Context: an optimization exercise on an open-source flow, tuned for small area and a short achievable clock period. The choices shown serve that exercise and are no tape-out recipe.
Only simulation tests tie the RTL to the original design; equivalence was not proved.

### design/flow/run.sh
#!/bin/bash
# synth_recipe.tcl (not shown) runs the flow's synth.tcl, then flattens the netlist and writes it again
# the make line also repeats each setting of config.mk as NAME=value (left out here)
make -C /OpenROAD-flow-scripts/flow DESIGN_CONFIG=/design/flow/config.mk WORK_HOME=/design/flow/orfs CLKGATE_MAP_FILE= SYNTH_SCRIPT=/design/flow/synth_recipe.tcl finish
### design/flow/config.mk
export PLATFORM = sky130hd
export DESIGN_NAME = ecc_codec
export DESIGN_NICKNAME = ecc_codec
export VERILOG_FILES = /design/flow/design.v
export SDC_FILE = /design/flow/constraint.sdc
export NUM_CORES = 4
export LEC_CHECK = 0
export CAP_MARGIN = 20
export CORE_MARGIN = 2
export CORE_UTILIZATION = 40
export PLACE_DENSITY = 0.6
export SETUP_SLACK_MARGIN = 2
export SLEW_MARGIN = 20
### design/flow/constraint.sdc
create_clock -name core_clock -period 13.0 [get_ports {clk}]
set_input_delay 2.6000 -clock core_clock [delete_from_list [all_inputs] [get_ports {clk}]]
set_output_delay 2.6000 -clock core_clock [all_outputs]
set_load 0.01 [all_outputs]
### design/flow/design.v
module ecc_codec (
    input  wire        clk,
    input  wire        rst,
    input  wire        in_valid,
    input  wire        in_decode,
    input  wire [1:0]  in_code,
    input  wire [63:0] in_data,
    input  wire [14:0] in_chk,
    output wire        out_valid,
    output wire [63:0] out_data,
    output wire [14:0] out_chk,
    output wire [1:0]  out_status
);
    function [6:0] gf_mul(input [6:0] a, input [6:0] b);
        integer i;
        reg [6:0] p, s;
        begin
            p = 7'h00;
            s = a;
            for (i = 0; i < 7; i = i + 1) begin
                p = p ^ (s & {7{b[i]}});
                s = {s[5:0], 1'b0} ^ (s[6] ? 7'h09 : 7'h00);
            end
            gf_mul = p;
        end
    endfunction
    wire [63:0] d = in_data;
    wire [7:0]  gen_l;
    wire [13:0] gen_s;
    assign gen_l[0] = d[0] ^ d[1] ^ d[2] ^ d[4] ^ d[5] ^ d[7] ^ d[10] ^ d[11] ^ d[13] ^ d[16] ^ d[20] ^ d[21] ^ d[23] ^ d[26] ^ d[30] ^ d[35] ^ d[36] ^ d[38] ^ d[41] ^ d[45] ^ d[50] ^ d[56] ^ d[57] ^ d[58] ^ d[59] ^ d[60] ^ d[62] ^ d[63];
    assign gen_l[1] = d[0] ^ d[1] ^ d[3] ^ d[4] ^ d[6] ^ d[8] ^ d[10] ^ d[12] ^ d[14] ^ d[17] ^ d[20] ^ d[22] ^ d[24] ^ d[27] ^ d[31] ^ d[35] ^ d[37] ^ d[39] ^ d[42] ^ d[46] ^ d[51] ^ d[56] ^ d[57] ^ d[58] ^ d[59] ^ d[61] ^ d[62] ^ d[63];
    assign gen_l[2] = d[0] ^ d[2] ^ d[3] ^ d[5] ^ d[6] ^ d[9] ^ d[11] ^ d[12] ^ d[15] ^ d[18] ^ d[21] ^ d[22] ^ d[25] ^ d[28] ^ d[32] ^ d[36] ^ d[37] ^ d[40] ^ d[43] ^ d[47] ^ d[52] ^ d[56] ^ d[57] ^ d[58] ^ d[60] ^ d[61] ^ d[62] ^ d[63];
    assign gen_l[3] = d[1] ^ d[2] ^ d[3] ^ d[7] ^ d[8] ^ d[9] ^ d[13] ^ d[14] ^ d[15] ^ d[19] ^ d[23] ^ d[24] ^ d[25] ^ d[29] ^ d[33] ^ d[38] ^ d[39] ^ d[40] ^ d[44] ^ d[48] ^ d[53] ^ d[56] ^ d[57] ^ d[59] ^ d[60] ^ d[61] ^ d[62];
    assign gen_l[4] = d[4] ^ d[5] ^ d[6] ^ d[7] ^ d[8] ^ d[9] ^ d[16] ^ d[17] ^ d[18] ^ d[19] ^ d[26] ^ d[27] ^ d[28] ^ d[29] ^ d[34] ^ d[41] ^ d[42] ^ d[43] ^ d[44] ^ d[49] ^ d[54] ^ d[56] ^ d[58] ^ d[59] ^ d[60] ^ d[61] ^ d[63];
    assign gen_l[5] = d[10] ^ d[11] ^ d[12] ^ d[13] ^ d[14] ^ d[15] ^ d[16] ^ d[17] ^ d[18] ^ d[19] ^ d[30] ^ d[31] ^ d[32] ^ d[33] ^ d[34] ^ d[45] ^ d[46] ^ d[47] ^ d[48] ^ d[49] ^ d[55] ^ d[57] ^ d[58] ^ d[59] ^ d[60] ^ d[61];
    assign gen_l[6] = d[20] ^ d[21] ^ d[22] ^ d[23] ^ d[24] ^ d[25] ^ d[26] ^ d[27] ^ d[28] ^ d[29] ^ d[30] ^ d[31] ^ d[32] ^ d[33] ^ d[34] ^ d[50] ^ d[51] ^ d[52] ^ d[53] ^ d[54] ^ d[55] ^ d[62] ^ d[63];
    assign gen_l[7] = d[35] ^ d[36] ^ d[37] ^ d[38] ^ d[39] ^ d[40] ^ d[41] ^ d[42] ^ d[43] ^ d[44] ^ d[45] ^ d[46] ^ d[47] ^ d[48] ^ d[49] ^ d[50] ^ d[51] ^ d[52] ^ d[53] ^ d[54] ^ d[55];
    assign gen_s[0] = d[0] ^ d[5] ^ d[6] ^ d[8] ^ d[9] ^ d[13] ^ d[14] ^ d[15] ^ d[17] ^ d[18] ^ d[19] ^ d[22] ^ d[27] ^ d[28] ^ d[29] ^ d[30] ^ d[33] ^ d[34] ^ d[37] ^ d[39] ^ d[43] ^ d[44] ^ d[45] ^ d[46] ^ d[48] ^ d[50] ^ d[51] ^ d[53] ^ d[57] ^ d[59] ^ d[61];
    assign gen_s[1] = d[0] ^ d[1] ^ d[5] ^ d[7] ^ d[8] ^ d[10] ^ d[13] ^ d[16] ^ d[17] ^ d[20] ^ d[22] ^ d[23] ^ d[27] ^ d[31] ^ d[33] ^ d[35] ^ d[37] ^ d[38] ^ d[39] ^ d[40] ^ d[43] ^ d[47] ^ d[48] ^ d[49] ^ d[50] ^ d[52] ^ d[53] ^ d[54] ^ d[57] ^ d[58] ^ d[59] ^ d[60] ^ d[61] ^ d[62];
    assign gen_s[2] = d[0] ^ d[1] ^ d[2] ^ d[5] ^ d[11] ^ d[13] ^ d[15] ^ d[19] ^ d[21] ^ d[22] ^ d[23] ^ d[24] ^ d[27] ^ d[29] ^ d[30] ^ d[32] ^ d[33] ^ d[36] ^ d[37] ^ d[38] ^ d[40] ^ d[41] ^ d[43] ^ d[45] ^ d[46] ^ d[49] ^ d[54] ^ d[55] ^ d[57] ^ d[58] ^ d[60] ^ d[62] ^ d[63];
    assign gen_s[3] = d[1] ^ d[2] ^ d[3] ^ d[6] ^ d[12] ^ d[14] ^ d[16] ^ d[20] ^ d[22] ^ d[23] ^ d[24] ^ d[25] ^ d[28] ^ d[30] ^ d[31] ^ d[33] ^ d[34] ^ d[37] ^ d[38] ^ d[39] ^ d[41] ^ d[42] ^ d[44] ^ d[46] ^ d[47] ^ d[50] ^ d[55] ^ d[56] ^ d[58] ^ d[59] ^ d[61] ^ d[63];
    assign gen_s[4] = d[0] ^ d[2] ^ d[3] ^ d[4] ^ d[5] ^ d[6] ^ d[7] ^ d[8] ^ d[9] ^ d[14] ^ d[18] ^ d[19] ^ d[21] ^ d[22] ^ d[23] ^ d[24] ^ d[25] ^ d[26] ^ d[27] ^ d[28] ^ d[30] ^ d[31] ^ d[32] ^ d[33] ^ d[35] ^ d[37] ^ d[38] ^ d[40] ^ d[42] ^ d[44] ^ d[46] ^ d[47] ^ d[50] ^ d[53] ^ d[56] ^ d[60] ^ d[61] ^ d[62];
    assign gen_s[5] = d[0] ^ d[1] ^ d[3] ^ d[4] ^ d[7] ^ d[10] ^ d[13] ^ d[14] ^ d[17] ^ d[18] ^ d[20] ^ d[23] ^ d[24] ^ d[25] ^ d[26] ^ d[30] ^ d[31] ^ d[32] ^ d[36] ^ d[37] ^ d[38] ^ d[41] ^ d[44] ^ d[46] ^ d[47] ^ d[50] ^ d[53] ^ d[54] ^ d[59] ^ d[62] ^ d[63];
    assign gen_s[6] = d[0] ^ d[1] ^ d[2] ^ d[4] ^ d[6] ^ d[9] ^ d[11] ^ d[13] ^ d[17] ^ d[21] ^ d[22] ^ d[24] ^ d[25] ^ d[26] ^ d[28] ^ d[29] ^ d[30] ^ d[31] ^ d[32] ^ d[34] ^ d[38] ^ d[42] ^ d[43] ^ d[44] ^ d[46] ^ d[47] ^ d[50] ^ d[53] ^ d[54] ^ d[55] ^ d[57] ^ d[59] ^ d[60] ^ d[61] ^ d[63];
    assign gen_s[7] = d[1] ^ d[2] ^ d[3] ^ d[5] ^ d[7] ^ d[10] ^ d[12] ^ d[14] ^ d[18] ^ d[22] ^ d[23] ^ d[25] ^ d[26] ^ d[27] ^ d[29] ^ d[30] ^ d[31] ^ d[32] ^ d[33] ^ d[35] ^ d[39] ^ d[43] ^ d[44] ^ d[45] ^ d[47] ^ d[48] ^ d[51] ^ d[54] ^ d[55] ^ d[56] ^ d[58] ^ d[60] ^ d[61] ^ d[62];
    assign gen_s[8] = d[0] ^ d[2] ^ d[3] ^ d[4] ^ d[5] ^ d[9] ^ d[11] ^ d[14] ^ d[17] ^ d[18] ^ d[22] ^ d[23] ^ d[24] ^ d[26] ^ d[29] ^ d[31] ^ d[32] ^ d[36] ^ d[37] ^ d[39] ^ d[40] ^ d[43] ^ d[49] ^ d[50] ^ d[51] ^ d[52] ^ d[53] ^ d[55] ^ d[56] ^ d[62] ^ d[63];
    assign gen_s[9] = d[0] ^ d[1] ^ d[3] ^ d[4] ^ d[8] ^ d[9] ^ d[10] ^ d[12] ^ d[13] ^ d[14] ^ d[17] ^ d[22] ^ d[23] ^ d[24] ^ d[25] ^ d[28] ^ d[29] ^ d[32] ^ d[34] ^ d[38] ^ d[39] ^ d[40] ^ d[41] ^ d[43] ^ d[45] ^ d[46] ^ d[48] ^ d[52] ^ d[54] ^ d[56] ^ d[59] ^ d[61] ^ d[63];
    assign gen_s[10] = d[1] ^ d[2] ^ d[4] ^ d[5] ^ d[9] ^ d[10] ^ d[11] ^ d[13] ^ d[14] ^ d[15] ^ d[18] ^ d[23] ^ d[24] ^ d[25] ^ d[26] ^ d[29] ^ d[30] ^ d[33] ^ d[35] ^ d[39] ^ d[40] ^ d[41] ^ d[42] ^ d[44] ^ d[46] ^ d[47] ^ d[49] ^ d[53] ^ d[55] ^ d[57] ^ d[60] ^ d[62];
    assign gen_s[11] = d[2] ^ d[3] ^ d[5] ^ d[6] ^ d[10] ^ d[11] ^ d[12] ^ d[14] ^ d[15] ^ d[16] ^ d[19] ^ d[24] ^ d[25] ^ d[26] ^ d[27] ^ d[30] ^ d[31] ^ d[34] ^ d[36] ^ d[40] ^ d[41] ^ d[42] ^ d[43] ^ d[45] ^ d[47] ^ d[48] ^ d[50] ^ d[54] ^ d[56] ^ d[58] ^ d[61] ^ d[63];
    assign gen_s[12] = d[3] ^ d[4] ^ d[6] ^ d[7] ^ d[11] ^ d[12] ^ d[13] ^ d[15] ^ d[16] ^ d[17] ^ d[20] ^ d[25] ^ d[26] ^ d[27] ^ d[28] ^ d[31] ^ d[32] ^ d[35] ^ d[37] ^ d[41] ^ d[42] ^ d[43] ^ d[44] ^ d[46] ^ d[48] ^ d[49] ^ d[51] ^ d[55] ^ d[57] ^ d[59] ^ d[62];
    assign gen_s[13] = d[4] ^ d[5] ^ d[7] ^ d[8] ^ d[12] ^ d[13] ^ d[14] ^ d[16] ^ d[17] ^ d[18] ^ d[21] ^ d[26] ^ d[27] ^ d[28] ^ d[29] ^ d[32] ^ d[33] ^ d[36] ^ d[38] ^ d[42] ^ d[43] ^ d[44] ^ d[45] ^ d[47] ^ d[49] ^ d[50] ^ d[52] ^ d[56] ^ d[58] ^ d[60] ^ d[63];
    wire par_d   = ^gen_l;
    wire gen_par = par_d ^ (^gen_s);
    wire par_s   = par_d ^ (^in_chk);
    wire is_l = (in_code == 2'd1);
    wire is_s = (in_code == 2'd2);
    wire dzero = (in_data == 64'd0);
    wire poison = dzero & (&in_chk[7:0]) & (is_l | (&in_chk[14:8]));
    wire [14:0] chk0 = in_decode ? (is_l ? {7'd0, in_chk[7:0]} : is_s ? in_chk : 15'd0)
                                 : (is_l ? {7'd0, gen_l} : is_s ? {gen_par, gen_s} : 15'd0);
    wire dec_l = in_decode & is_l & ~poison;
    wire dec_s = in_decode & is_s & ~poison;
    wire poi   = in_decode & (is_l | is_s) & poison;
    wire [7:0]  syn_l = gen_l ^ in_chk[7:0];
    wire [13:0] syn_s = gen_s ^ in_chk[13:0];
    reg v1;
    always @(posedge clk) v1 <= rst ? 1'b0 : in_valid;
    reg  [63:0] d1;
    reg  [14:0] chk1;
    reg  dl1;
    reg  ds1;
    reg  poi1;
    reg  [7:0] sl1;
    reg  [13:0] ss1;
    reg  par1;
    always @(posedge clk) begin
        d1 <= in_data;
        chk1 <= chk0;
        dl1 <= dec_l;
        ds1 <= dec_s;
        poi1 <= poi;
        sl1 <= syn_l;
        ss1 <= syn_s;
        par1 <= par_s;
    end
    wire [6:0] s1, s3;
    assign s1[0] = ss1[0] ^ ss1[7] ^ ss1[11];
    assign s3[0] = ss1[0] ^ ss1[5] ^ ss1[7] ^ ss1[9] ^ ss1[10];
    assign s1[1] = ss1[1] ^ ss1[8] ^ ss1[12];
    assign s3[1] = ss1[4] ^ ss1[5] ^ ss1[8] ^ ss1[13];
    assign s1[2] = ss1[2] ^ ss1[9] ^ ss1[13];
    assign s3[2] = ss1[3] ^ ss1[7] ^ ss1[8] ^ ss1[9] ^ ss1[10] ^ ss1[11] ^ ss1[13];
    assign s1[3] = ss1[3] ^ ss1[7] ^ ss1[10] ^ ss1[11];
    assign s3[3] = ss1[1] ^ ss1[5] ^ ss1[6] ^ ss1[7] ^ ss1[8] ^ ss1[9] ^ ss1[11];
    assign s1[4] = ss1[4] ^ ss1[8] ^ ss1[11] ^ ss1[12];
    assign s3[4] = ss1[4] ^ ss1[6] ^ ss1[8] ^ ss1[9] ^ ss1[13];
    assign s1[5] = ss1[5] ^ ss1[9] ^ ss1[12] ^ ss1[13];
    assign s3[5] = ss1[3] ^ ss1[4] ^ ss1[7] ^ ss1[12] ^ ss1[13];
    assign s1[6] = ss1[6] ^ ss1[10] ^ ss1[13];
    assign s3[6] = ss1[2] ^ ss1[6] ^ ss1[7] ^ ss1[8] ^ ss1[9] ^ ss1[10] ^ ss1[12];
    reg [6:0] f;
    always @* begin
        case (s1)
            7'd0: f = 7'd0;
            7'd1: f = 7'd1;
            7'd2: f = 7'd17;
            7'd3: f = 7'd24;
            7'd4: f = 7'd19;
            7'd5: f = 7'd82;
            7'd6: f = 7'd3;
            7'd7: f = 7'd122;
            7'd8: f = 7'd49;
            7'd9: f = 7'd56;
            7'd10: f = 7'd40;
            7'd11: f = 7'd33;
            7'd12: f = 7'd51;
            7'd13: f = 7'd4;
            7'd14: f = 7'd45;
            7'd15: f = 7'd71;
            7'd16: f = 7'd23;
            7'd17: f = 7'd36;
            7'd18: f = 7'd7;
            7'd19: f = 7'd88;
            7'd20: f = 7'd5;
            7'd21: f = 7'd44;
            7'd22: f = 7'd21;
            7'd23: f = 7'd96;
            7'd24: f = 7'd53;
            7'd25: f = 7'd30;
            7'd26: f = 7'd68;
            7'd27: f = 7'd100;
            7'd28: f = 7'd80;
            7'd29: f = 7'd46;
            7'd30: f = 7'd127;
            7'd31: f = 7'd103;
            7'd32: f = 7'd117;
            7'd33: f = 7'd18;
            7'd34: f = 7'd64;
            7'd35: f = 7'd115;
            7'd36: f = 7'd119;
            7'd37: f = 7'd38;
            7'd38: f = 7'd11;
            7'd39: f = 7'd47;
            7'd40: f = 7'd85;
            7'd41: f = 7'd124;
            7'd42: f = 7'd65;
            7'd43: f = 7'd2;
            7'd44: f = 7'd87;
            7'd45: f = 7'd58;
            7'd46: f = 7'd12;
            7'd47: f = 7'd110;
            7'd48: f = 7'd83;
            7'd49: f = 7'd93;
            7'd50: f = 7'd101;
            7'd51: f = 7'd86;
            7'd52: f = 7'd76;
            7'd53: f = 7'd62;
            7'd54: f = 7'd72;
            7'd55: f = 7'd66;
            7'd56: f = 7'd10;
            7'd57: f = 7'd90;
            7'd58: f = 7'd99;
            7'd59: f = 7'd79;
            7'd60: f = 7'd120;
            7'd61: f = 7'd81;
            7'd62: f = 7'd123;
            7'd63: f = 7'd31;
            7'd64: f = 7'd91;
            7'd65: f = 7'd26;
            7'd66: f = 7'd32;
            7'd67: f = 7'd28;
            7'd68: f = 7'd8;
            7'd69: f = 7'd73;
            7'd70: f = 7'd61;
            7'd71: f = 7'd111;
            7'd72: f = 7'd121;
            7'd73: f = 7'd22;
            7'd74: f = 7'd98;
            7'd75: f = 7'd14;
            7'd76: f = 7'd50;
            7'd77: f = 7'd109;
            7'd78: f = 7'd114;
            7'd79: f = 7'd54;
            7'd80: f = 7'd95;
            7'd81: f = 7'd16;
            7'd82: f = 7'd75;
            7'd83: f = 7'd70;
            7'd84: f = 7'd25;
            7'd85: f = 7'd39;
            7'd86: f = 7'd34;
            7'd87: f = 7'd106;
            7'd88: f = 7'd125;
            7'd89: f = 7'd92;
            7'd90: f = 7'd37;
            7'd91: f = 7'd113;
            7'd92: f = 7'd69;
            7'd93: f = 7'd29;
            7'd94: f = 7'd107;
            7'd95: f = 7'd52;
            7'd96: f = 7'd57;
            7'd97: f = 7'd112;
            7'd98: f = 7'd94;
            7'd99: f = 7'd43;
            7'd100: f = 7'd89;
            7'd101: f = 7'd105;
            7'd102: f = 7'd108;
            7'd103: f = 7'd78;
            7'd104: f = 7'd77;
            7'd105: f = 7'd55;
            7'd106: f = 7'd97;
            7'd107: f = 7'd59;
            7'd108: f = 7'd9;
            7'd109: f = 7'd20;
            7'd110: f = 7'd42;
            7'd111: f = 7'd102;
            7'd112: f = 7'd35;
            7'd113: f = 7'd67;
            7'd114: f = 7'd41;
            7'd115: f = 7'd6;
            7'd116: f = 7'd63;
            7'd117: f = 7'd74;
            7'd118: f = 7'd126;
            7'd119: f = 7'd84;
            7'd120: f = 7'd15;
            7'd121: f = 7'd118;
            7'd122: f = 7'd27;
            7'd123: f = 7'd104;
            7'd124: f = 7'd60;
            7'd125: f = 7'd48;
            7'd126: f = 7'd116;
            7'd127: f = 7'd13;
        endcase
    end
    wire [6:0] wq = gf_mul(s3, f);
    wire [6:0] z0;
    assign z0[0] = 1'b0;
    assign z0[1] = wq[2] ^ wq[3] ^ wq[4] ^ wq[6];
    assign z0[2] = wq[3] ^ wq[4] ^ wq[6];
    assign z0[3] = wq[5] ^ wq[6];
    assign z0[4] = wq[1] ^ wq[2] ^ wq[4];
    assign z0[5] = wq[3] ^ wq[5] ^ wq[6];
    assign z0[6] = wq[3] ^ wq[6];
    wire tr0 = wq[0];    
    wire [6:0] x1 = gf_mul(s1, z0);
    wire [6:0] x2 = x1 ^ s1;
    wire s1z = (s1 == 7'd0);
    wire s3z = (s3 == 7'd0);
    wire v2 = v1;
    wire [63:0] d2 = d1;
    wire [14:0] chk2 = chk1;
    wire dl2 = dl1;
    wire ds2 = ds1;
    wire poi2 = poi1;
    wire [7:0] sl2 = sl1;
    wire par2 = par1;
    wire [6:0] x1r = x1;
    wire [6:0] x2r = x2;
    wire s1z2 = s1z;
    wire s3z2 = s3z;
    wire tr02 = tr0;
    function inr(input [6:0] x);
        begin
            case (x)
                7'd1, 7'd2, 7'd3, 7'd4, 7'd5, 7'd6, 7'd8, 7'd9, 7'd10, 7'd11, 7'd12, 7'd16, 7'd18, 7'd20, 7'd22, 7'd24, 7'd25, 7'd27, 7'd29, 7'd31, 7'd32, 7'd35, 7'd36, 7'd37, 7'd39, 7'd40, 7'd41, 7'd43, 7'd44, 7'd45, 7'd47, 7'd48, 7'd50, 7'd51, 7'd53, 7'd54, 7'd55, 7'd57, 7'd58, 7'd61, 7'd62, 7'd64, 7'd65, 7'd69, 7'd70, 7'd72, 7'd73, 7'd74, 7'd75, 7'd80, 7'd81, 7'd82, 7'd83, 7'd85, 7'd86, 7'd87, 7'd88, 7'd90, 7'd93, 7'd94, 7'd95, 7'd96, 7'd97, 7'd100, 7'd102, 7'd106, 7'd107, 7'd108, 7'd109, 7'd110, 7'd111, 7'd113, 7'd114, 7'd115, 7'd116, 7'd122, 7'd124, 7'd125: inr = 1'b1;
                default: inr = 1'b0;
            endcase
        end
    endfunction
    wire inr1 = inr(x1r);
    wire inr2 = inr(x2r);
    wire x1z = (x1r == 7'd0);
    wire bch_ok = ~s1z2 & tr02 & inr2 & (x1z | (inr1 & ~par2));
    wire en_s   = ds2 & bch_ok;
    wire st_s_clean = s1z2 & s3z2 & ~par2;
    wire st_s_corr  = bch_ok | (s1z2 & s3z2 & par2);
    wire flip_p     = ds2 & ((s1z2 & s3z2 & par2) | (bch_ok & x1z & ~par2));
    wire [7:0]  h1 = (8'd1 << x1r[6:4]) & {8{en_s}};
    wire [15:0] l1 = 16'd1 << x1r[3:0];
    wire [7:0]  h2 = (8'd1 << x2r[6:4]) & {8{en_s}};
    wire [15:0] l2 = 16'd1 << x2r[3:0];
    wire [15:0] hl = (16'd1 << sl2[7:4]) & {16{dl2}};
    wire [15:0] ll = 16'd1 << sl2[3:0];
    wire [77:0] fs;
    assign fs[0] = (h1[0] & l1[1]) | (h2[0] & l2[1]);
    assign fs[1] = (h1[0] & l1[2]) | (h2[0] & l2[2]);
    assign fs[2] = (h1[0] & l1[4]) | (h2[0] & l2[4]);
    assign fs[3] = (h1[0] & l1[8]) | (h2[0] & l2[8]);
    assign fs[4] = (h1[1] & l1[0]) | (h2[1] & l2[0]);
    assign fs[5] = (h1[2] & l1[0]) | (h2[2] & l2[0]);
    assign fs[6] = (h1[4] & l1[0]) | (h2[4] & l2[0]);
    assign fs[7] = (h1[0] & l1[9]) | (h2[0] & l2[9]);
    assign fs[8] = (h1[1] & l1[2]) | (h2[1] & l2[2]);
    assign fs[9] = (h1[2] & l1[4]) | (h2[2] & l2[4]);
    assign fs[10] = (h1[4] & l1[8]) | (h2[4] & l2[8]);
    assign fs[11] = (h1[1] & l1[9]) | (h2[1] & l2[9]);
    assign fs[12] = (h1[3] & l1[2]) | (h2[3] & l2[2]);
    assign fs[13] = (h1[6] & l1[4]) | (h2[6] & l2[4]);
    assign fs[14] = (h1[4] & l1[1]) | (h2[4] & l2[1]);
    assign fs[15] = (h1[0] & l1[11]) | (h2[0] & l2[11]);
    assign fs[16] = (h1[1] & l1[6]) | (h2[1] & l2[6]);
    assign fs[17] = (h1[2] & l1[12]) | (h2[2] & l2[12]);
    assign fs[18] = (h1[5] & l1[8]) | (h2[5] & l2[8]);
    assign fs[19] = (h1[3] & l1[9]) | (h2[3] & l2[9]);
    assign fs[20] = (h1[7] & l1[2]) | (h2[7] & l2[2]);
    assign fs[21] = (h1[6] & l1[13]) | (h2[6] & l2[13]);
    assign fs[22] = (h1[5] & l1[3]) | (h2[5] & l2[3]);
    assign fs[23] = (h1[2] & l1[15]) | (h2[2] & l2[15]);
    assign fs[24] = (h1[5] & l1[14]) | (h2[5] & l2[14]);
    assign fs[25] = (h1[3] & l1[5]) | (h2[3] & l2[5]);
    assign fs[26] = (h1[6] & l1[10]) | (h2[6] & l2[10]);
    assign fs[27] = (h1[5] & l1[13]) | (h2[5] & l2[13]);
    assign fs[28] = (h1[3] & l1[3]) | (h2[3] & l2[3]);
    assign fs[29] = (h1[6] & l1[6]) | (h2[6] & l2[6]);
    assign fs[30] = (h1[4] & l1[5]) | (h2[4] & l2[5]);
    assign fs[31] = (h1[0] & l1[3]) | (h2[0] & l2[3]);
    assign fs[32] = (h1[0] & l1[6]) | (h2[0] & l2[6]);
    assign fs[33] = (h1[0] & l1[12]) | (h2[0] & l2[12]);
    assign fs[34] = (h1[1] & l1[8]) | (h2[1] & l2[8]);
    assign fs[35] = (h1[3] & l1[0]) | (h2[3] & l2[0]);
    assign fs[36] = (h1[6] & l1[0]) | (h2[6] & l2[0]);
    assign fs[37] = (h1[4] & l1[9]) | (h2[4] & l2[9]);
    assign fs[38] = (h1[1] & l1[11]) | (h2[1] & l2[11]);
    assign fs[39] = (h1[3] & l1[6]) | (h2[3] & l2[6]);
    assign fs[40] = (h1[6] & l1[12]) | (h2[6] & l2[12]);
    assign fs[41] = (h1[5] & l1[1]) | (h2[5] & l2[1]);
    assign fs[42] = (h1[2] & l1[11]) | (h2[2] & l2[11]);
    assign fs[43] = (h1[5] & l1[6]) | (h2[5] & l2[6]);
    assign fs[44] = (h1[2] & l1[5]) | (h2[2] & l2[5]);
    assign fs[45] = (h1[4] & l1[10]) | (h2[4] & l2[10]);
    assign fs[46] = (h1[1] & l1[13]) | (h2[1] & l2[13]);
    assign fs[47] = (h1[3] & l1[10]) | (h2[3] & l2[10]);
    assign fs[48] = (h1[7] & l1[4]) | (h2[7] & l2[4]);
    assign fs[49] = (h1[6] & l1[1]) | (h2[6] & l2[1]);
    assign fs[50] = (h1[4] & l1[11]) | (h2[4] & l2[11]);
    assign fs[51] = (h1[1] & l1[15]) | (h2[1] & l2[15]);
    assign fs[52] = (h1[3] & l1[14]) | (h2[3] & l2[14]);
    assign fs[53] = (h1[7] & l1[12]) | (h2[7] & l2[12]);
    assign fs[54] = (h1[7] & l1[1]) | (h2[7] & l2[1]);
    assign fs[55] = (h1[6] & l1[11]) | (h2[6] & l2[11]);
    assign fs[56] = (h1[5] & l1[15]) | (h2[5] & l2[15]);
    assign fs[57] = (h1[3] & l1[7]) | (h2[3] & l2[7]);
    assign fs[58] = (h1[6] & l1[14]) | (h2[6] & l2[14]);
    assign fs[59] = (h1[5] & l1[5]) | (h2[5] & l2[5]);
    assign fs[60] = (h1[2] & l1[3]) | (h2[2] & l2[3]);
    assign fs[61] = (h1[4] & l1[6]) | (h2[4] & l2[6]);
    assign fs[62] = (h1[0] & l1[5]) | (h2[0] & l2[5]);
    assign fs[63] = (h1[0] & l1[10]) | (h2[0] & l2[10]);
    assign fs[64] = (h1[1] & l1[4]) | (h2[1] & l2[4]);
    assign fs[65] = (h1[2] & l1[8]) | (h2[2] & l2[8]);
    assign fs[66] = (h1[5] & l1[0]) | (h2[5] & l2[0]);
    assign fs[67] = (h1[2] & l1[9]) | (h2[2] & l2[9]);
    assign fs[68] = (h1[5] & l1[2]) | (h2[5] & l2[2]);
    assign fs[69] = (h1[2] & l1[13]) | (h2[2] & l2[13]);
    assign fs[70] = (h1[5] & l1[10]) | (h2[5] & l2[10]);
    assign fs[71] = (h1[3] & l1[13]) | (h2[3] & l2[13]);
    assign fs[72] = (h1[7] & l1[10]) | (h2[7] & l2[10]);
    assign fs[73] = (h1[7] & l1[13]) | (h2[7] & l2[13]);
    assign fs[74] = (h1[7] & l1[3]) | (h2[7] & l2[3]);
    assign fs[75] = (h1[6] & l1[15]) | (h2[6] & l2[15]);
    assign fs[76] = (h1[5] & l1[7]) | (h2[5] & l2[7]);
    assign fs[77] = (h1[2] & l1[7]) | (h2[2] & l2[7]);
    wire [71:0] fl;
    assign fl[0] = hl[0] & ll[7];
    assign fl[1] = hl[0] & ll[11];
    assign fl[2] = hl[0] & ll[13];
    assign fl[3] = hl[0] & ll[14];
    assign fl[4] = hl[1] & ll[3];
    assign fl[5] = hl[1] & ll[5];
    assign fl[6] = hl[1] & ll[6];
    assign fl[7] = hl[1] & ll[9];
    assign fl[8] = hl[1] & ll[10];
    assign fl[9] = hl[1] & ll[12];
    assign fl[10] = hl[2] & ll[3];
    assign fl[11] = hl[2] & ll[5];
    assign fl[12] = hl[2] & ll[6];
    assign fl[13] = hl[2] & ll[9];
    assign fl[14] = hl[2] & ll[10];
    assign fl[15] = hl[2] & ll[12];
    assign fl[16] = hl[3] & ll[1];
    assign fl[17] = hl[3] & ll[2];
    assign fl[18] = hl[3] & ll[4];
    assign fl[19] = hl[3] & ll[8];
    assign fl[20] = hl[4] & ll[3];
    assign fl[21] = hl[4] & ll[5];
    assign fl[22] = hl[4] & ll[6];
    assign fl[23] = hl[4] & ll[9];
    assign fl[24] = hl[4] & ll[10];
    assign fl[25] = hl[4] & ll[12];
    assign fl[26] = hl[5] & ll[1];
    assign fl[27] = hl[5] & ll[2];
    assign fl[28] = hl[5] & ll[4];
    assign fl[29] = hl[5] & ll[8];
    assign fl[30] = hl[6] & ll[1];
    assign fl[31] = hl[6] & ll[2];
    assign fl[32] = hl[6] & ll[4];
    assign fl[33] = hl[6] & ll[8];
    assign fl[34] = hl[7] & ll[0];
    assign fl[35] = hl[8] & ll[3];
    assign fl[36] = hl[8] & ll[5];
    assign fl[37] = hl[8] & ll[6];
    assign fl[38] = hl[8] & ll[9];
    assign fl[39] = hl[8] & ll[10];
    assign fl[40] = hl[8] & ll[12];
    assign fl[41] = hl[9] & ll[1];
    assign fl[42] = hl[9] & ll[2];
    assign fl[43] = hl[9] & ll[4];
    assign fl[44] = hl[9] & ll[8];
    assign fl[45] = hl[10] & ll[1];
    assign fl[46] = hl[10] & ll[2];
    assign fl[47] = hl[10] & ll[4];
    assign fl[48] = hl[10] & ll[8];
    assign fl[49] = hl[11] & ll[0];
    assign fl[50] = hl[12] & ll[1];
    assign fl[51] = hl[12] & ll[2];
    assign fl[52] = hl[12] & ll[4];
    assign fl[53] = hl[12] & ll[8];
    assign fl[54] = hl[13] & ll[0];
    assign fl[55] = hl[14] & ll[0];
    assign fl[56] = hl[1] & ll[15];
    assign fl[57] = hl[2] & ll[15];
    assign fl[58] = hl[3] & ll[7];
    assign fl[59] = hl[3] & ll[11];
    assign fl[60] = hl[3] & ll[13];
    assign fl[61] = hl[3] & ll[14];
    assign fl[62] = hl[4] & ll[15];
    assign fl[63] = hl[5] & ll[7];
    assign fl[64] = hl[0] & ll[1];
    assign fl[65] = hl[0] & ll[2];
    assign fl[66] = hl[0] & ll[4];
    assign fl[67] = hl[0] & ll[8];
    assign fl[68] = hl[1] & ll[0];
    assign fl[69] = hl[2] & ll[0];
    assign fl[70] = hl[4] & ll[0];
    assign fl[71] = hl[8] & ll[0];
    function lcol(input [7:0] s);
        begin
            case (s)
                8'd1, 8'd2, 8'd4, 8'd7, 8'd8, 8'd11, 8'd13, 8'd14, 8'd16, 8'd19, 8'd21, 8'd22, 8'd25, 8'd26, 8'd28, 8'd31, 8'd32, 8'd35, 8'd37, 8'd38, 8'd41, 8'd42, 8'd44, 8'd47, 8'd49, 8'd50, 8'd52, 8'd55, 8'd56, 8'd59, 8'd61, 8'd62, 8'd64, 8'd67, 8'd69, 8'd70, 8'd73, 8'd74, 8'd76, 8'd79, 8'd81, 8'd82, 8'd84, 8'd87, 8'd88, 8'd97, 8'd98, 8'd100, 8'd104, 8'd112, 8'd128, 8'd131, 8'd133, 8'd134, 8'd137, 8'd138, 8'd140, 8'd145, 8'd146, 8'd148, 8'd152, 8'd161, 8'd162, 8'd164, 8'd168, 8'd176, 8'd193, 8'd194, 8'd196, 8'd200, 8'd208, 8'd224: lcol = 1'b1;
                default: lcol = 1'b0;
            endcase
        end
    endfunction
    wire l_zero = (sl2 == 8'd0);
    wire l_col  = lcol(sl2);
    assign out_valid = v2;
    assign out_data  = d2 ^ fs[77:14] ^ fl[63:0];
    assign out_chk   = chk2 ^ {flip_p, fs[13:0]} ^ {7'd0, fl[71:64]};
    assign out_status = poi2 ? 2'd3 :
                        dl2 ? (l_zero ? 2'd0 : l_col ? 2'd1 : 2'd2) :
                        ds2 ? (st_s_clean ? 2'd0 : st_s_corr ? 2'd1 : 2'd2) : 2'd0;
endmodule
==> summary.md, run 1 <==
| Metric | Value |
|---|---|
| Setup WS pre-CTS | 0.662 ns |
| Inst Count DP | 2625 |
| M3 GR Usage | 4.69% |
| Vias per cell | 6.17 |
| Hold EP | v1 |
| Unrepaired setup endpoints after global routing | yes |
| Largest net degree at the start of global routing | 41 |
| Post-synth EDFFs | 0 |
| Most common cell after layout, fill and taps aside | xnor2_1 |
| Max Clk Rate | 0.0918 GHz |
| TritonCTS clock tree | yes |
| CP bufs+invs | 5 |
| # DRC | 0 |
| Placed instance area | 18700 um2 |
| Startpoint Class | flip-flop |
| Initial Utilization | 40.6% |
| Die W | 208 um |
| Worst min path class | input port to flip-flop |
| Crit-path max FO | 31 |
| Fill cells | 3964 |
| Flops & latches, synth | 107 |
| Period utilization | 83.8% |
| Final Cell Area | 20800 um2 |
| Seq/Total Area, Yosys | 12.9% |
| CP Class | flip-flop to output pin |
| Vias in the first global route | 16146 |
| Overall Global Routing Usage | 32.9% |
| Commonest non-fill, non-tap cells in the layout | xnor2_1 (467), nor2_1 (178), nand2_1 (153) |
| Max Cap Viol | 0 |
| Cell Area, Synth | 16600 um2 |
| Hold_buf cts | 0 |
| Htree depth | 3 |
| Clock Pin Slew Worst Setup and Hold Paths | 0.08 ns |
| Vias | 16984 |
| Syn Area/Cell | 8.19 um2 |
| Dpl hpwl | 56.9 mm |
| Worst-case clock buffer depth | 2 |
| CTS Sinks | 107 |
| Global Route met1 Usage | 43.0% |
| CTS root buf | clkbuf_16 |
| Post-Syn Instances | 2029 |
| Die height | 208 um |
| Core area | 40900 um2 |
| GRT busiest layer | met2 |
| Min Clock Period, post-route | 10.90 ns |
| Asr flop ratio synth | 0% |
| Setup TNS | 0 ns |
| Slowest cell on crit path | xnor3_2 |
| Met2 GRT Util | 54.6% |
| Total CTS buffers | 9 |
| Critical path data required time | 10.40 ns |
| Worst Path Arrival | 8.30 ns |
| Slowest stage delay, CP | 0.66 ns |
| Input/output buffers | 166 |
| Cell Chain, Critical Path | xnor3_2 -> buf_4 -> nor2_1 -> a2111oi_0 -> o22ai_1 -> or2_1 -> nor2_1 -> a221oi_2 -> xor3_2 -> xor2_4 -> xor2_4 -> mux2_2 -> or4_4 -> and3_1 -> or2_4 -> nor2b_1 -> buf_6 -> and4_1 -> a41oi_4 -> buf_12 -> buf_12 -> a222oi_1 -> xnor2_1 -> clkdlybuf4s50_1 |
| Global-route wire length before repair | 109 mm |
| Layout cells sized above 1 | 18.7% |
| DRT antenna net count | 0 |
| Outcome | complete, no violations |
| Synth Net Count | 2157 |
| Kind of end point of the critical path | output pin |
| Final WL | 74.3 mm |
| N_diodes | 0 |
| Post-layout nets | 2343 |
| Final setup violating endpoints | 0 |
| Setup WS post-layout | 2.10 ns |
| Hold Violations, Final | 0 |
| Slew @ Worst Pin | 1.08 ns |
| Wire per inst | 27.0 um |
| Synth unique cells | 98 |
| Final hold slack | 2.76 ns |
| Yosys warnings | 1 |
| 1st-pass router iterations | 6 |
| Row Count | 74 |
| Top FF cell, synth | dfxtp_1 |
| Hold_sp | rst |
| Antenna violations before repair | 0 |
| Layout area overhead | 25.4% |
| Non-Filler Instances | 2752 |
| Die area | 43200 um2 |
| Gpl congestion | 1.04 |
| Max Slew Vio Count | 0 |
| Initial DRC Count | 2299 |
| Ports | 167 |
| Worst Hold Path Cells | 2 |
| Max-slew headroom | 27.5% |
| Top delay family on crit path | simple AND/OR/NAND/NOR gates |
| Grt ovf | 0 |
state kept, by name, indices dropped and copies added, names as in the netlist, 8 cells and up:
signal	cells
d1	64
sl1	8
chk1	15
ss1	14
routing by layer:
layer	wire, um	vias up
li1	-	7582
met2	34600	1051
met5	0	-
met1	30200	8148
met4	3470	0
met3	6010	203
what timing repair did:
| action | in CTS | in global routing |
|---|---|---|
| setup endpoints to repair | 81 | 81 |
| hold endpoints to repair | 0 | 0 |
| pin swaps | 32 | 32 |
| cloned | 6 | 1 |
| setup buffers | 45 | 59 |
| gates resized for setup | 155 | 131 |
cells in the mapped netlist, drive strengths merged, types with 25 or more instances:
| cell type | count | share of area (%) |
|---|---|---|
| clkbuf | 74 | 1.7 |
| mux2i | 25 | 1.5 |
| xnor2 | 496 | 27 |
| nand3 | 36 | 1.1 |
| o21ai | 35 | 1.1 |
| a221oi | 80 | 7.2 |
| nor2 | 185 | 4.2 |
| buf | 78 | 2.7 |
| dfxtp | 107 | 13 |
| a22oi | 57 | 2.6 |
| nor3 | 63 | 2.0 |
| a211oi | 28 | 1.4 |
| inv | 43 | 0.97 |
| a21oi | 57 | 1.8 |
| nand2 | 155 | 3.5 |
| xor2 | 148 | 8.2 |
| ha | 43 | 3.2 |
| a32oi | 26 | 1.5 |
| o211ai | 26 | 1.2 |
logic make-up after synthesis:
logic type | synth area share, %
muxes | 2.12
adders and majority gates | 3.24
AOI/OAI and AO/OA | 22.9
DFF | 12.9
buffers and inverters | 5.35
and+or+nand+nor | 15.4
xor gates and xnor gates | 38.2
area by class of cell:
class,count,area [um2],share of cell area (%)
Sequential cell,107,2160,10.4
Tap cell,532,666,3.19
Timing Repair Buffer,323,3070,14.7
Multi-Input combinational cell,1730,14500,69.3
Inverter,44,179,0.859
Clock buffer,9,225,1.08
Clock inverter,7,81.3,0.390
stage by stage:
stage	util (%)
6_report	50.9
3_3_place_gp	45.8
5_1_grt	50.9
2_1_floorplan	-
4_1_cts	48.9
3_5_place_dp	45.8
worst max path at each step:
stage / start / to / slack, ns / cells past startpoint
2_1_floorplan: ss1[8] / out_chk[11] / 2.81 / 29
3_3_place_gp: ss1[7] / out_data[34] / 0.79 / 29
3_5_place_dp: ss1[7] / out_data[58] / 0.66 / 28
4_1_cts: ss1[12] / out_data[41] / 1.88 / 25
5_1_grt: ss1[1] / out_data[63] / 1.84 / 26
6_report: ss1[13] / out_data[41] / 2.10 / 24
==> run 2, diff against run 1 <==
--- a/design/flow/config.mk
+++ b/design/flow/config.mk
@@ -11,3 +11,2 @@
 export PLACE_DENSITY = 0.6
-export SETUP_SLACK_MARGIN = 2
 export SLEW_MARGIN = 20
==> run 2 against run 1 <==
Critical path depth grew 4; die area unchanged; synthesized cell count did not move; sequential share of layout area rose by 0.81 points; worst setup slack worse by 1.6 ns; critical endpoint is now out_data[4]; first-iteration DRC count fell by 6.0%; via count down 4.8%; worst hold slack improved by 0.00095 ns; critical path type unchanged.
==> summary.md, run 2 <==
| Metric | Value |
|---|---|
| Min Clock Period, post-route | 12.53 ns (+1.64 ns) |
| Max Cap Viol | 0 (unchanged) |
| Total CTS buffers | 9 (unchanged) |
| Most common cell after layout, fill and taps aside | xnor2_1 |
| Initial DRC Count | 2162 (-6.0%) |
| Flops & latches, synth | 107 (unchanged) |
| Ports | 167 (unchanged) |
| Die W | 208 um (unchanged) |
| Asr flop ratio synth | 0% (unchanged) |
| Setup WS post-layout | 0.468 ns (-1.64 ns) |
| Setup WS pre-CTS | 0.662 ns (unchanged) |
| Outcome | complete, no violations |
| Post-synth EDFFs | 0 (unchanged) |
| Final Cell Area | 19100 um2 (-8.1%) |
| Core area | 40900 um2 (unchanged) |
| 1st-pass router iterations | 7 (+1) |
| Yosys warnings | 1 (unchanged) |
| Final setup violating endpoints | 0 (unchanged) |
| Startpoint Class | flip-flop |
| Grt ovf | 0 (unchanged) |
| Max FFs per register | 64 (unchanged) |
| Row Count | 74 (unchanged) |
| CP Class | flip-flop to output pin |
| Most numerous cell in the Yosys netlist | xnor2_1 |
| Non-Filler Instances | 2643 (-4.0%) |
| Post-Syn Instances | 2029 (unchanged) |
| Gpl congestion | 1.04 (unchanged) |
| Cell Area, Synth | 16600 um2 (unchanged) |
| DRT antenna net count | 0 (unchanged) |
| Period utilization | 96.4% (+13 points) |
| Max-slew headroom | 25.8% (-1.7 points) |
| Share of Yosys cell area claimed by the top area cell type | 25.6% (unchanged) |
| CTS Sinks | 107 (unchanged) |
| Postcts setup bufs | 0 (-100%) |
| Worst-case clock buffer depth | 2 (unchanged) |
| Synth unique cells | 98 (unchanged) |
| Vias per cell | 6.12 (-0.88%) |
| Initial Utilization | 40.6% (unchanged) |
| Synth top cells by count | xnor2_1 (486), nor2_1 (185), nand2_1 (154), xor2_1 (143), dfxtp_1 (107) |
| Max Clk Rate | 0.0798 GHz (-13%) |
| Placed instance area | 18700 um2 (unchanged) |
| Syn Area/Cell | 8.19 um2 (unchanged) |
| Die area | 43200 um2 (unchanged) |
| Critical path data required time | 10.40 ns (about the same) |
| Htree depth | 3 (unchanged) |
| Area occupied by multi-input gates | 13700 um2 (-5.0%) |
| Layout area overhead | 15.2% |
| Post-layout nets | 2234 (-4.7%) |
| N_diodes | 0 (unchanged) |
| # DRC | 0 (unchanged) |
| Global-route wire length before repair | 105 mm (-3.5%) |
| Post-synth top area cell | xnor2_1 |
| Largest net degree at the start of global routing | 64 (+56%) |
| Synth Net Count | 2157 (unchanged) |
| Worst min path class | input port to flip-flop |
| Vias | 16167 (-4.8%) |
| Fill cells | 4104 (+3.5%) |
| Slew @ Worst Pin | 1.11 ns (+0.0241 ns) |
| Dpl hpwl | 56.9 mm (unchanged) |
| Hold Violations, Final | 0 (unchanged) |
| Top FF cell, synth | dfxtp_1 |
| Unrepaired setup endpoints after global routing | no |
| Vias in the first global route | 15636 (-3.2%) |
| Kind of end point of the critical path | output pin |
| TritonCTS clock tree | yes |
| Max Slew Vio Count | 0 (unchanged) |
| Slowest cell on crit path | xor3_2 |
| Crit-path max FO | 63 (+100%) |
| Commonest non-fill, non-tap cells in the layout | xnor2_1 (482), nor2_1 (185), clkdlybuf4s50_1 (166) |
| Worst Path Arrival | 9.93 ns (+1.63 ns) |
| Slowest stage delay, CP | 0.69 ns (+0.03 ns) |
| Overall Global Routing Usage | 31.8% (-1.1 points) |
| Synth top area cells | xnor2_1 (26%), dfxtp_1 (13%), xor2_1 (7.5%), a221oi_2 (7.0%), nor2_1 (4.2%) |
| Largest regs | d1 x64, chk1 x15, ss1 x14 |
| Inst Count DP | 2625 (unchanged) |
| Input/output buffers | 166 (unchanged) |
| Die height | 208 um (unchanged) |
| Largest Register | d1 |
| Area occupied by registers | 2140 um2 (-0.98%) |
| Wire per inst | 26.9 um (-0.39%) |
| Clock Pin Slew Worst Setup and Hold Paths | 0.08 ns (about the same) |
| Final WL | 71.1 mm (-4.3%) |
| Layout cells sized above 1 | 9.95% (-8.7 points) |
| Seq/Total Area, Yosys | 12.9% (unchanged) |
| Setup TNS | 0 ns (unchanged) |
| CTS root buf | clkbuf_16 |
| Antenna violations before repair | 0 (unchanged) |
run 2: cell families after synthesis:
| kind of cell | after synthesis | synth area share [%] |
|---|---|---|
| buf+inv | 196 | 5.35 |
| compound gates | 431 | 22.9 |
| simple gates | 552 | 15.4 |
| xor+xnor | 668 | 38.2 |
| mux | 32 | 2.12 |
| fa+ha+maj | 43 | 3.24 |
| flops | 107 | 12.9 |
run 2: area by class of cell:
type,count,area share (%)
flip-flops and latches,107,11.2
inverters,44,0.869
clock buffers,9,1.18
well taps,532,3.48
repair buffers,217,11.1
multi-input cells,1727,71.8
clock inverters,7,0.425
run 2: metrics by stage:
stage	util, %	hold WS, ns
after global routing	46.8	2.77
after floorplan	-	2.63
after global placement	45.8	3.13
after CTS	46.5	2.76
after detailed placement	45.8	3.14
final	46.8	2.76
run 2: worst max-delay path: cells and delay by family, from the launching register on:
| kind | cells | cell delay (ns) |
|---|---|---|
| AOI/OAI and AO/OA | 7 | 2.60 |
| xor gates and xnor gates | 8 | 3.21 |
| adders and majority gates | 2 | 0.71 |
| buffers and inverters | 6 | 1.60 |
| DFF | 1 | 0.56 |
| muxes | 1 | 0.16 |
| and+or+nand+nor | 4 | 0.65 |
run 2: worst paths after layout:
| path | startpoint | end | slack, ns | depth (start not counted) |
|---|---|---|---|---|
| max | ss1[7] | out_data[4] | 0.47 | 28 |
| min | rst | v1 | 2.76 | 2 |
run 2: repair_timing:
action | in CTS | in global routing
hold buffers | 0 | 0
endpoints found under the setup margin | 0 | 81
resized for setup | 0 | 13
run 2: metal layers:
metal / part of all wire, % / up-vias / wire, um / global-route usage (%)
li1: - / 7349 / - / -
met1: 42 / 7744 / 29800 / 42.0
met2: 46 / 901 / 33000 / 52.6
met3: 7.4 / 173 / 5280 / 3.96
met4: 4.2 / 0 / 3010 / 12.1
met5: 0 / - / 0 / 0
==> run 3, diff against run 2 <==
--- a/design/flow/config.mk
+++ b/design/flow/config.mk
@@ -11,2 +11,3 @@
 export PLACE_DENSITY = 0.6
+export SETUP_SLACK_MARGIN = 4
 export SLEW_MARGIN = 20
==> run 3 against run 2 <==
Still clean on timing, DRC and antenna; final area up 21%; sequential share of layout area decreased by 1.9 points; core utilization up 10 points.
==> summary.md, run 3 <==
| Metric | Value |
|---|---|
| Outcome | complete, no violations |
| # DRC | 0 (unchanged) |
| Largest Register | d1 |
| Vias | 17947 (+11%) |
| Slowest cell on crit path | a222oi_1 |
| Initial DRC Count | 2433 (+13%) |
| Die area | 43200 um2 (unchanged) |
| Vias in the first global route | 17142 (+9.6%) |
| Input/output buffers | 166 (unchanged) |
| Synth unique cells | 98 (unchanged) |
| Crit-path max FO | 6 (-90%) |
| Post-synth EDFFs | 0 (unchanged) |
| Setup TNS | 0 ns (unchanged) |
| Final WL | 78.2 mm (+10%) |
| Slew @ Worst Pin | 0.969 ns (-0.139 ns) |
| Cell Area, Synth | 16600 um2 (unchanged) |
| Hold_buf cts | 0 (unchanged) |
| Commonest non-fill, non-tap cells in the layout | xnor2_1 (442), buf_4 (176), nor2_1 (175) |
| Synth top area cells | xnor2_1 (26%), dfxtp_1 (13%), xor2_1 (7.5%), a221oi_2 (7.0%), nor2_1 (4.2%) |
| Syn Area/Cell | 8.19 um2 (unchanged) |
| Most common cell after layout, fill and taps aside | xnor2_1 |
| Row Count | 74 (unchanged) |
| Post-synth top area cell | xnor2_1 |
| Final setup violating endpoints | 0 (unchanged) |
| Fill cells | 3647 (-11%) |
| Max Clk Rate | 0.0915 GHz (+15%) |
| Overall Global Routing Usage | 33.9% (+2.1 points) |
| Kind of end point of the critical path | output pin |
| Flops & latches, synth | 107 (unchanged) |
| Max FFs per register | 64 (unchanged) |
| Critical path data required time | 10.40 ns (about the same) |
| Asr flop ratio synth | 0% (unchanged) |
| Global-route wire length before repair | 112 mm (+6.8%) |
| Ports | 167 (unchanged) |
| Yosys warnings | 1 (unchanged) |
| Unrepaired setup endpoints after global routing | yes |
| Initial Utilization | 40.6% (unchanged) |
| Hold Violations, Final | 0 (unchanged) |
| Final core utilization | 56.7% (+10 points) |
| Core area | 40900 um2 (unchanged) |
| Wire per inst | 27.3 um (+1.5%) |
| Top FF cell, synth | dfxtp_1 |
| Max Slew Vio Count | 0 (unchanged) |
| Startpoint Class | flip-flop |
| Htree depth | 3 (unchanged) |
| Clock Pin Slew Worst Setup and Hold Paths | 0.08 ns (about the same) |
| Gpl congestion | 1.03 (-1.0%) |
| Layout cells sized above 1 | 27.9% (+18 points) |
| Largest net degree at the start of global routing | 32 (-50%) |
| CTS Sinks | 107 (unchanged) |
| Slowest stage delay, CP | 0.64 ns (-0.05 ns) |
| Post-layout nets | 2453 (+9.8%) |
| Dpl hpwl | 55.0 mm (-3.4%) |
| Layout area overhead | 39.7% |
| Synth Net Count | 2157 (unchanged) |
| Min Clock Period, post-route | 10.93 ns (-1.60 ns) |
| Period utilization | 84.1% (-12 points) |
| CTS root buf | clkbuf_16 |
| Max-slew headroom | 34.9% (+9.1 points) |
| DRT antenna net count | 0 (unchanged) |
| Vias per cell | 6.26 (+2.4%) |
| Post-Syn Instances | 2029 (unchanged) |
| Die height | 208 um (unchanged) |
| Synth top cells by count | xnor2_1 (486), nor2_1 (185), nand2_1 (154), xor2_1 (143), dfxtp_1 (107) |
| Largest regs | d1 x64, chk1 x15, ss1 x14 |
| Final hold slack | 2.77 ns (+0.0104 ns) |
| CP Class | flip-flop to output pin |
| Most numerous cell in the Yosys netlist | xnor2_1 |
| Share of Yosys cell area claimed by the top area cell type | 25.6% (unchanged) |
| 1st-pass router iterations | 7 (unchanged) |
| Total CTS buffers | 9 (unchanged) |
| Antenna violations before repair | 3 (+3) |
| Grt ovf | 0 (unchanged) |
| Die W | 208 um (unchanged) |
| Worst Path Arrival | 8.33 ns (-1.60 ns) |
| Seq/Total Area, Yosys | 12.9% (unchanged) |
| Max Cap Viol | 0 (unchanged) |
| Worst min path class | input port to flip-flop |
| TritonCTS clock tree | yes |
| Worst-case clock buffer depth | 2 (unchanged) |
[run 3: cell counts after synthesis]
No cell type changed its count.
[run 3: path summary, 6_finish.rpt]
check | cells past startpoint | to | start
max | 31 | out_data[4] | ss1[1]
min | 2 | v1 | rst
[run 3: cell type report]
cell class	instances	area [um2]	share of cell area (%)
Multi-Input combinational cell	1733	15700	67.8
Timing Repair Buffer	430	4150	17.9
Sequential cell	107	2160	9.32
Tap cell	532	666	2.87
Clock buffer	9	225	0.970
Inverter	44	183	0.787
Clock inverter	7	75.1	0.323
Antenna cell	3	7.51	0.0323
[run 3: logic make-up (layout without fill, tap and decap cells)]
family | Yosys count | in the layout | synth area share (%)
other | 0 | 3 | 0
XOR/XNOR | 668 | 672 | 38.2
buffers and inverters | 196 | 490 | 5.35
AND/OR/NAND/NOR | 552 | 553 | 15.4
flip-flops | 107 | 107 | 12.9
adder cells (fa/ha/maj) | 43 | 43 | 3.24
multiplexers | 32 | 32 | 2.12
AO/OA/AOI/OAI | 431 | 433 | 22.9
[run 3: critical path, delay by kind of cell, from the launching register on]
family,cells,cell delay [ns]
buffers and inverters,8,1.29
adders and majority gates,2,0.52
and+or+nand+nor,7,1.40
xor gates and xnor gates,9,2.84
AOI/OAI and AO/OA,5,1.55
DFF,1,0.36
[run 3: repair_timing]
| action | CTS | global route |
|---|---|---|
| endpoints found under the setup margin | 81 | 81 |
| gates resized for setup | 505 | 155 |
| gates cloned | 18 | 5 |
| setup buffers | 136 | 61 |
| hold endpoints to repair | 0 | 0 |
| pin swaps | 119 | 104 |
[run 3: routing by layer]
| metal | track usage (%) | routed length, um | up-vias | share of wire, % |
|---|---|---|---|---|
| met5 | 0 | 0 | - | 0 |
| met4 | 18.3 | 5400 | 0 | 6.9 |
| met3 | 6.81 | 7820 | 351 | 10 |
| met2 | 55.3 | 35600 | 1239 | 46 |
| met1 | 42.1 | 29300 | 8534 | 38 |
| li1 | - | - | 7823 | - |
[run 3: metrics by stage]
stage,std cells,area [um2],setup WS (ns)
5_1_grt,2863,23200,2.01
6_report,2865,23200,2.07
2_1_floorplan,2029,16900,3.62
4_1_cts,2796,21800,2.29
3_5_place_dp,2626,18900,0.897
3_3_place_gp,2626,18900,0.856

==> re-timing with driven ports <==
No port has a modelled driver above. Below, the same layouts with a new extraction and two added sets of constraints.
Step 1, drivers: a clkbuf_16 drives clk and a buf_2 each remaining input, both assumed.
Step 2, shift: input delay + t, output delay - t, t = (earliest + latest rising clock arrival at the registers) / 2. This alone moves slack from input paths to output paths.
a / b / c = ideal ports / drivers / drivers and shift; a / b = the first two.
| run | shift t [ns] | slack for setup (ns) | hold WS [ns] | worst setup path at the end | clock arrival spread, ns |
|---|---|---|---|---|---|
| run 1 | 0.412 | 2.104 / 2.055 / 2.467 | 2.756 / 2.728 / 3.140 | register to output | 0.015 / 0.015 |
| run 2 | 0.413 | 0.468 / 0.418 / 0.831 | 2.757 / 2.728 / 3.141 | register to output | 0.016 / 0.016 |
| run 3 | 0.396 | 2.072 / 2.024 / 2.420 | 2.767 / 2.739 / 3.135 | register to output | 0.011 / 0.012 |
After both steps every run listed still meets setup and hold.
